This design comes from an exercise in tuning for small area, a short achievable clock period and few clock cycles per item on the open sky130 flow, not from production work. Function was checked by simulation only, so behaviour that the tests miss may differ from the original.

==> inputs of run K <==
==> flow/design.v (excerpt) <==
module ecc80_codec (
    input  wire        clk,
    input  wire        rst,
    input  wire        in_valid,
    output wire        in_ready,
    input  wire        in_op,           
    input  wire        in_volatile,     
    input  wire [63:0] in_data,
    input  wire [15:0] in_check,        
    output reg         out_valid,
    output reg  [63:0] out_data,
    output reg  [15:0] out_check,
    output reg  [1:0]  out_ncorr,
    output reg         out_uncorr,
    output reg         out_marker
);
clock: 32.0 ns
lec_check: 0
cap_margin: 20
core_margin: 2
core_utilization: 40
slew_margin: 20
run.sh (not shown) runs the stock make flow with config.mk's settings and CLKGATE_MAP_FILE= SYNTH_SCRIPT=/design/flow/synth_recipe.tcl, a recipe that flattens the netlist after the stock synthesis.
==> run M: changes against run K <==
==> flow/flow/run.sh (new file) <==
#!/bin/bash
# The standard layout (the standard.sh, all steps), with the port buffers
# that ORFS inserts at placement made of sky130_fd_sc_hd__buf_1 cells.
set -euo pipefail
export BUFFER_PORTS_ARGS="-buffer_cell sky130_fd_sc_hd__buf_1"
bash standard.sh > standard.log 2>&1
==> flow/standard.sh (new file) <==
#!/bin/bash
# synth_recipe.tcl (not shown) runs the flow's synth.tcl, then flattens the netlist and writes it again
# the make line also repeats each setting of config.mk as NAME=value (left out here)
make -C /OpenROAD-flow-scripts/flow DESIGN_CONFIG=/design/flow/config.mk WORK_HOME=/design/flow/orfs CLKGATE_MAP_FILE= SYNTH_SCRIPT=/design/flow/synth_recipe.tcl "${@:-finish}"
--- a/flow/config.mk
+++ b/flow/config.mk
@@ -8,4 +8,6 @@
 export CAP_MARGIN = 20
 export CORE_MARGIN = 2
-export CORE_UTILIZATION = 40
+export CORE_UTILIZATION = 65
+export CTS_BUF_LIST = sky130_fd_sc_hd__clkbuf_8
+export CTS_CLUSTER_SIZE = 30
 export SLEW_MARGIN = 20
removed: flow/run.sh
==> qor summary <==
item	run M	run K
Result of the run	complete, no violations	complete, no violations
Row Count	58	74
Met3 layer wire length in the routed design	6.20 mm	5.24 mm
CTS Root Cell	sky130_fd_sc_hd__clkbuf_8	sky130_fd_sc_hd__clkbuf_16
Seq area share	29.5%	27.0%
Cell type of the slowest stage on the worst timing path	sky130_fd_sc_hd__dfxtp_1	sky130_fd_sc_hd__clkdlybuf4s50_1
Global-route met3 utilization	8.59%	4.84%
Worst max-slew margin expressed relative to the limit	26.2%	31.0%
Iter 0 DRT Violations	2345	1984
Wirelength, routed	51.6 mm	56.3 mm
Critical Path Start	out_data[45]	out_check[11]
Die outline area	27100 µm²	43500 µm²
Multi-input gate share of total cell area	59.3%	54.5%
Filler Cell Count	1934	3917
Initial Utilization	66.4%	40.8%
Worst clock skew	0.0433 ns	0.0186 ns
Clock transition time at the flip-flop clock pins of the worst setup and hold paths	0.06 ns	0.08 ns
Clock period minus final worst setup slack	7.46 ns	7.85 ns
Die Span X	165 µm	209 µm
Non-clock buffers, area share	4.10%	9.13%
Height of the die	165 µm	209 µm
Testbench counts of run K, summed over its fixed seeds: cycles 16,024, words 16,000.
Testbench counts of run M, summed over its fixed seeds: cycles 16,024, words 16,000.

========
==> run a <==
Another version of the RTL of ecc80_codec (not shown whole).
export LEC_CHECK = 0
export CAP_MARGIN = 20
export CORE_MARGIN = 2
export CORE_UTILIZATION = 65
export CTS_BUF_LIST = sky130_fd_sc_hd__clkbuf_8
export CTS_CLUSTER_DIAMETER = 80
export CTS_CLUSTER_SIZE = 20
export SLEW_MARGIN = 20
export SYNTH_HIERARCHICAL = 1
create_clock -name core_clock -period 32.0 [get_ports {clk}]
standard.sh (not shown) runs the stock make flow with config.mk's settings and CLKGATE_MAP_FILE= SYNTH_SCRIPT=/design/flow/synth_recipe.tcl, a recipe that flattens the netlist after the stock synthesis.
==> flow/flow/run.sh <==
#!/bin/bash
# The standard layout (the standard.sh, all steps), with the port buffers
# that ORFS inserts at placement made of sky130_fd_sc_hd__buf_1 cells.
set -euo pipefail
export BUFFER_PORTS_ARGS="-buffer_cell sky130_fd_sc_hd__buf_1"
bash standard.sh > standard.log 2>&1
==> run b: changes against run a <==
CTS_BUF_LIST = sky130_fd_sc_hd__clkbuf_16   (was sky130_fd_sc_hd__clkbuf_8)
CTS_CLUSTER_DIAMETER = 120   (was 80)
CTS_CLUSTER_SIZE = 30   (was 20)
==> summary of the runs <==
- Run b finished clean. Run a finished clean.
- Between run a and run b, the lower fmax is in run a (gap about 0.9%, measured against run b).
- Against run a, the clock-buffer cell count of run b is lower by 6.
- Against run b, the first-iteration DRC count of run a is higher by about 2%.
- Of run a and run b, run b has the higher worst hold slack (gap 0.0020 ns).
Testbench counts of run a, summed over its fixed seeds: cycles 16,024, words 16,000.
Testbench counts of run b, summed over its fixed seeds: cycles 16,024, words 16,000.

========
==> job 7647 <==
Another version of the RTL of ecc80_codec (not shown whole).
==> flow/config.mk <==
export PLATFORM = sky130hd
export DESIGN_NAME = ecc80_codec
export DESIGN_NICKNAME = ecc80_codec
export VERILOG_FILES = /design/flow/design.v
export SDC_FILE = /design/flow/constraint.sdc
export NUM_CORES = 4
export LEC_CHECK = 0
export CAP_MARGIN = 20
export CORE_MARGIN = 2
export CORE_UTILIZATION = 75
export CTS_BUF_LIST = sky130_fd_sc_hd__clkbuf_16
export CTS_CLUSTER_DIAMETER = 120
export CTS_CLUSTER_SIZE = 30
export SLEW_MARGIN = 20
export SYNTH_HIERARCHICAL = 1
==> flow/constraint.sdc <==
create_clock -name core_clock -period 32.0 [get_ports {clk}]
set_input_delay 6.4000 -clock core_clock [delete_from_list [all_inputs] [get_ports {clk}]]
set_output_delay 6.4000 -clock core_clock [all_outputs]
set_load 0.01 [all_outputs]
Scripts as last shown in full above: flow/flow/run.sh
==> job 7798 (differences from job 7647) <==
--- a/flow/design.v
+++ b/flow/design.v
@@ -583,12 +583,13 @@
     output wire [1:0]  ncorr,
     output wire        uncorr
 );
     wire [6:0]  y, x1, x2;
     wire        tru;
     wire [77:0] fix;
+    wire        en;                             
     reg         hit1, hit2, g1x1, g1x2;
     gf128_mul u_x1 (.a(s1), .b(y), .p(x1));
     assign x2 = x1 ^ s1;
     assign y[0] = 1'b0;
     assign y[1] = u[2] ^ u[3] ^ u[4] ^ u[6];
     assign y[2] = u[3] ^ u[4] ^ u[6];
@@ -932,13 +933,13 @@
     wire p1    = p1raw ^ gpar;                  
     wire p2    = p2raw ^ gpar ^ one;            
     wire ok    = s1z ? s3z :
                  one ? (hit2 && !(p1 && p2)) :
                        (tru && hit1 && hit2 && !p1 && !p2);
     wire [1:0] nbch = s1z ? 2'd0 : one ? 2'd1 : 2'd2;
-    wire en    = op && ok && !marker;
+    assign en  = op && ok && !marker;
     assign d_out       = d ^ fix[77:14];
     assign c_out[13:0] = cbase[13:0] ^ fix[13:0];
     assign c_out[14]   = cbase[14] ^ (en && p1);
     assign c_out[15]   = cbase[15] ^ (en && p2);
     assign ncorr       = en ? nbch + {1'b0, p1} + {1'b0, p2} : 2'd0;
     assign uncorr      = op && !marker && !ok;
==> flow/config.mk (replaced) <==
export PLATFORM = sky130hd
export DESIGN_NAME = ecc80_codec
export DESIGN_NICKNAME = ecc80_codec
export VERILOG_FILES = /design/flow/design.v
export SDC_FILE = /design/flow/constraint.sdc
export NUM_CORES = 4
export LEC_CHECK = 0
export CAP_MARGIN = 20
export CORE_MARGIN = 2
export CORE_UTILIZATION = 65
export CTS_BUF_LIST = sky130_fd_sc_hd__clkbuf_16
export CTS_CLUSTER_DIAMETER = 120
export CTS_CLUSTER_SIZE = 30
export SLEW_MARGIN = 20
export SYNTH_HIERARCHICAL = 1
==> job 4085 (differences from job 7647) <==
==> flow/config.mk (replaced) <==
export PLATFORM = sky130hd
export DESIGN_NAME = ecc80_codec
export DESIGN_NICKNAME = ecc80_codec
export VERILOG_FILES = /design/flow/design.v
export SDC_FILE = /design/flow/constraint.sdc
export NUM_CORES = 4
export LEC_CHECK = 0
export CAP_MARGIN = 20
export CORE_MARGIN = 2
export CORE_UTILIZATION = 65
export CTS_BUF_LIST = sky130_fd_sc_hd__clkbuf_16
export CTS_CLUSTER_DIAMETER = 120
export CTS_CLUSTER_SIZE = 30
export SLEW_MARGIN = 20
export SYNTH_HIERARCHICAL = 1
==> results.toml <==
[setup_path]
rr_startpoint = "m_u[6]"

[floorplanning]
fp.dieW_um = 159
start_util_pct = 66.3

[placed_design]
place_ws_ns = 24.70

[status]
outcome = "no timing/DRC/antenna violations"

[timing]
post-route-period-util_pct = 23.4

[route]
avgRoutedWirePerCell_um = 23.7
[end of results for job 4085]
==> results.toml <==
[timing]
post-route-period-util_pct = 23.5

[status]
outcome = "no timing/DRC/antenna violations"

[route]
avgRoutedWirePerCell_um = 25.5
[end of results for job 7647]
==> results.toml <==
[floorplanning]
fp.dieW_um = 159
start_util_pct = 66.3

[placed_design]
place_ws_ns = 24.70

[status]
outcome = "no timing/DRC/antenna violations"

[timing]
post-route-period-util_pct = 23.4
[end of results for job 7798]
Testbench counts of job 7647, summed over its fixed seeds: cycles 16,024, words 16,000.
Testbench counts of job 7798, summed over its fixed seeds: cycles 16,024, words 16,000.
Testbench counts of job 4085, summed over its fixed seeds: cycles 16,024, words 16,000.

==> port drivers added, routing unchanged <==
How much do the figures lean on ideal ports? The routed layouts below were timed once more, with nothing changed but the port constraints. Step 1 assumes that a clkbuf_16 drives the clock port and a buf_2 every other input. Step 2 times the ports against the registers' clock, not the clock port: input delays grow and output delays shrink by t, the midpoint of the rising clock arrivals with the driver on. Three values: ideal, step 1, step 2; two values: the first two.
| run | shift t [ns] | setup slack, ns | worst register clock-pin slew, ns | worst slew at a driven data input, ns |
|---|---|---|---|---|
| run K | 0.636 | 24.150 / 24.095 / 24.731 | 0.08 / 0.08 | 0.09 |
| run M | 0.601 | 24.536 / 24.489 / 24.816 | 0.07 / 0.07 | 0.06 |
| run a | 0.599 | 24.517 / 24.469 / 24.907 | 0.12 / 0.12 | 0.05 |
| run b | 0.544 | 24.583 / 24.533 / 24.965 | 0.11 / 0.11 | 0.05 |
| job 7647 | 0.542 | 24.492 / 24.445 / 24.581 | 0.11 / 0.11 | 0.07 |
| job 7798 | 0.546 | 24.502 / 24.453 / 24.651 | 0.11 / 0.11 | 0.04 |
| job 4085 | 0.546 | 24.502 / 24.453 / 24.651 | 0.11 / 0.11 | 0.04 |
After both steps every run listed still meets setup and hold.
